What follows belongs to an exercise in optimizing a design on an open flow for small area; a production flow would make more cautious choices. Only simulation tests tie the RTL to the original design; equivalence was not proved. The flow treats the clock pin as an ideal source, which a real chip does not have. Power is estimated from default activity; no workload was simulated.

==> flow/design.v (excerpt) <==
module slrx (
    input             clk,
    input             rst,           
    input             in_valid,      
    input      [9:0]  in_cg,
    output reg        sync,          
    output reg        cell_valid,    
    output            cell_link,     
    output     [63:0] cell_hdr,      
    output     [71:0] cell_payload,  
    output reg [31:0] cv_cnt,        
    output reg [31:0] crc_cnt,       
    output reg [31:0] stomp_cnt,     
    output reg [31:0] rx_cells,      
    output reg [15:0] abort_cnt,     
    output reg [15:0] loss_cnt       
);
    reg rd;                      
    wire [7:0] dec_byte;
    wire is_data, is_comma, is_sdc, is_sdl, is_abort, rd_next;
    slrx_dec u_dec (
        .in_cg(in_cg), .rd_i(rd),
        .dec_byte_o(dec_byte), .is_data_o(is_data), .is_comma_o(is_comma),
        .is_sdc_o(is_sdc), .is_sdl_o(is_sdl), .is_abort_o(is_abort),
        .rd_next_o(rd_next)
    );
    wire is_start = is_sdc || is_sdl;
    wire is_cv    = !(is_data || is_comma || is_start || is_abort);
    reg        armed;            
    reg [5:0]  gcnt;
    function [5:0] gstep(input [5:0] g);
        gstep = {g[4:0], g[5] ^ g[4] ^ (g[4:0] == 5'd0)};
    endfunction
  ...
Size in the first run: about 1000 cells after synthesis, ~340 flip-flops, ~310 I/O pins, about 0.013 sq mm of cells after synthesis.
Settings: LEC_CHECK=0, CAP_MARGIN=20, CORE_MARGIN=2, CORE_UTILIZATION=60, SLEW_MARGIN=20; clock period 25.0 ns.
standard.sh (not shown) runs the stock make flow with config.mk's settings and CLKGATE_MAP_FILE= SYNTH_SCRIPT=/design/flow/synth_recipe.tcl, a recipe that flattens the netlist after the stock synthesis.
==> flow/flow/run.sh <==
#!/bin/bash
# Layout flow: the standard flow (standard.sh) with these changes:
#  - synthesis is ORFS's synthesis script unchanged except for the ABC
#    mapping script (abc_map.script), which restructures with dc2 and
#    &deepsyn and maps with &nf with the delay target relaxed, for area
#    rather than delay; the registers come out as in the standard synthesis;
#  - the port buffers use the smallest buffer, buf_1;
#  - the clock tree uses clkbuf_4 with small sink clusters and no dummy loads;
#  - after CTS the resizer sizes gates down where timing allows.
# Each step's full output goes to a log file in this folder.
set -euo pipefail
HERE=$(pwd)
rm -rf "$HERE/area_scripts"
mkdir -p "$HERE/area_scripts"
cp -r "$FLOW_HOME/scripts/." "$HERE/area_scripts/"
cp "$HERE/flow/abc_map.script" "$HERE/area_scripts/abc_speed.script"
SCRIPTS_DIR="$HERE/area_scripts" bash standard.sh synth > "$HERE/synth.log" 2>&1
export BUFFER_PORTS_ARGS="-buffer_cell sky130_fd_sc_hd__buf_1"
export CTS_ARGS="-sink_clustering_enable -repair_clock_nets -dont_use_dummy_load -sink_clustering_size 10 -sink_clustering_max_diameter 50 -buf_list sky130_fd_sc_hd__clkbuf_4"
export POST_CTS_TCL="$HERE/flow/post_cts.tcl"
bash standard.sh > "$HERE/standard.log" 2>&1
==> flow/flow/abc_map.script <==
strash
dc2
&get -n
&deepsyn -J 50 -T 600
&nf -R 1000 -p
&put
==> flow/flow/post_cts.tcl <==
# Size gates down on paths with slack to spare.
puts "post_cts: area recovery"
log_cmd repair_timing -recover_power 100
set result [catch { detailed_placement } msg]
if { $result != 0 } {
  error "Detailed placement failed after area recovery: $msg"
}
check_placement -verbose
report_design_area
The starting point ran to the end with no violations.
Edit:
--- a/flow/flow/run.sh
+++ b/flow/flow/run.sh
@@ -4,4 +4,4 @@
 #    mapping script (abc_map.script), which restructures with dc2 and
-#    &deepsyn and maps with &nf with the delay target relaxed, for area
-#    rather than delay; the registers come out as in the standard synthesis;
+#    &deepsyn and maps for area with amap instead of for delay; the
+#    registers come out as in the standard synthesis;
 #  - the port buffers use the smallest buffer, buf_1;
==> flow/flow/abc_map.script (replaced) <==
strash
dc2
&get -n
&deepsyn -J 50 -T 600
&put
amap
Cell count climbs by 6.9%; routed wire length climbs by 1.2%; synthesized area climbs by 0.86%; register-to-register slack improved by 1100 ps; maximum frequency climbs by 8.4%.
Edit:
--- a/flow/flow/run.sh
+++ b/flow/flow/run.sh
@@ -3,5 +3,4 @@
 #  - synthesis is ORFS's synthesis script unchanged except for the ABC
-#    mapping script (abc_map.script), which restructures with dc2 and
-#    &deepsyn and maps for area with amap instead of for delay; the
-#    registers come out as in the standard synthesis;
+#    mapping script, which maps for area (strash; dc2; amap) instead of
+#    delay; the registers come out as in the standard synthesis;
 #  - the port buffers use the smallest buffer, buf_1;
==> flow/flow/abc_map.script (replaced) <==
strash
dc2
amap
Effect: The new run finished with timing, DRC and antenna clean; sequential cell count does not change; non-clock buffer count does not change; cell area increases by 0.51%; final cell count barely changes; combinational power increases by about 2%; synthesized cell count barely changes; core utilization is higher by 0.35 points; global-route usage hardly moves; first-iteration DRC count rose by 19%; power climbs by 0.99%; clock skew rises by 70 ps.

[static timing again, ports no longer ideal]
How much do the figures lean on ideal ports? The routed layouts below were timed once more, with nothing changed but the port constraints. Step 1 sets driving cells, clkbuf_16 on the clock port and buf_2 on the other inputs (assumed; they add their load-dependent delay and slew). Step 2 adds t to the input delays and takes it off the output delays; t is the mean of the earliest and latest rising clock arrival at the registers after step 1. Input paths then give back, and output paths get back, about the clock's delay inside the block. Three values: no drivers, after step 1, after step 2; two values: the first two.
| run | shift t [ns] | setup WS [ns] | clock arrival spread, ns | worst register clock-pin slew, ns |
|---|---|---|---|---|
| the first run | 0.653 | 11.879 / 11.899 / 11.246 | 0.068 / 0.067 | 0.11 / 0.11 |
| the second run | 0.658 | 12.891 / 12.902 / 12.244 | 0.042 / 0.042 | 0.11 / 0.11 |
| the third run | 0.654 | 11.022 / 11.039 / 10.385 | 0.116 / 0.116 | 0.11 / 0.11 |
After both steps setup and hold are still met in every run listed. For the second run, which loses most, drivers alone change the setup slack by +0.011 ns; drivers and shift together by -0.647 ns.
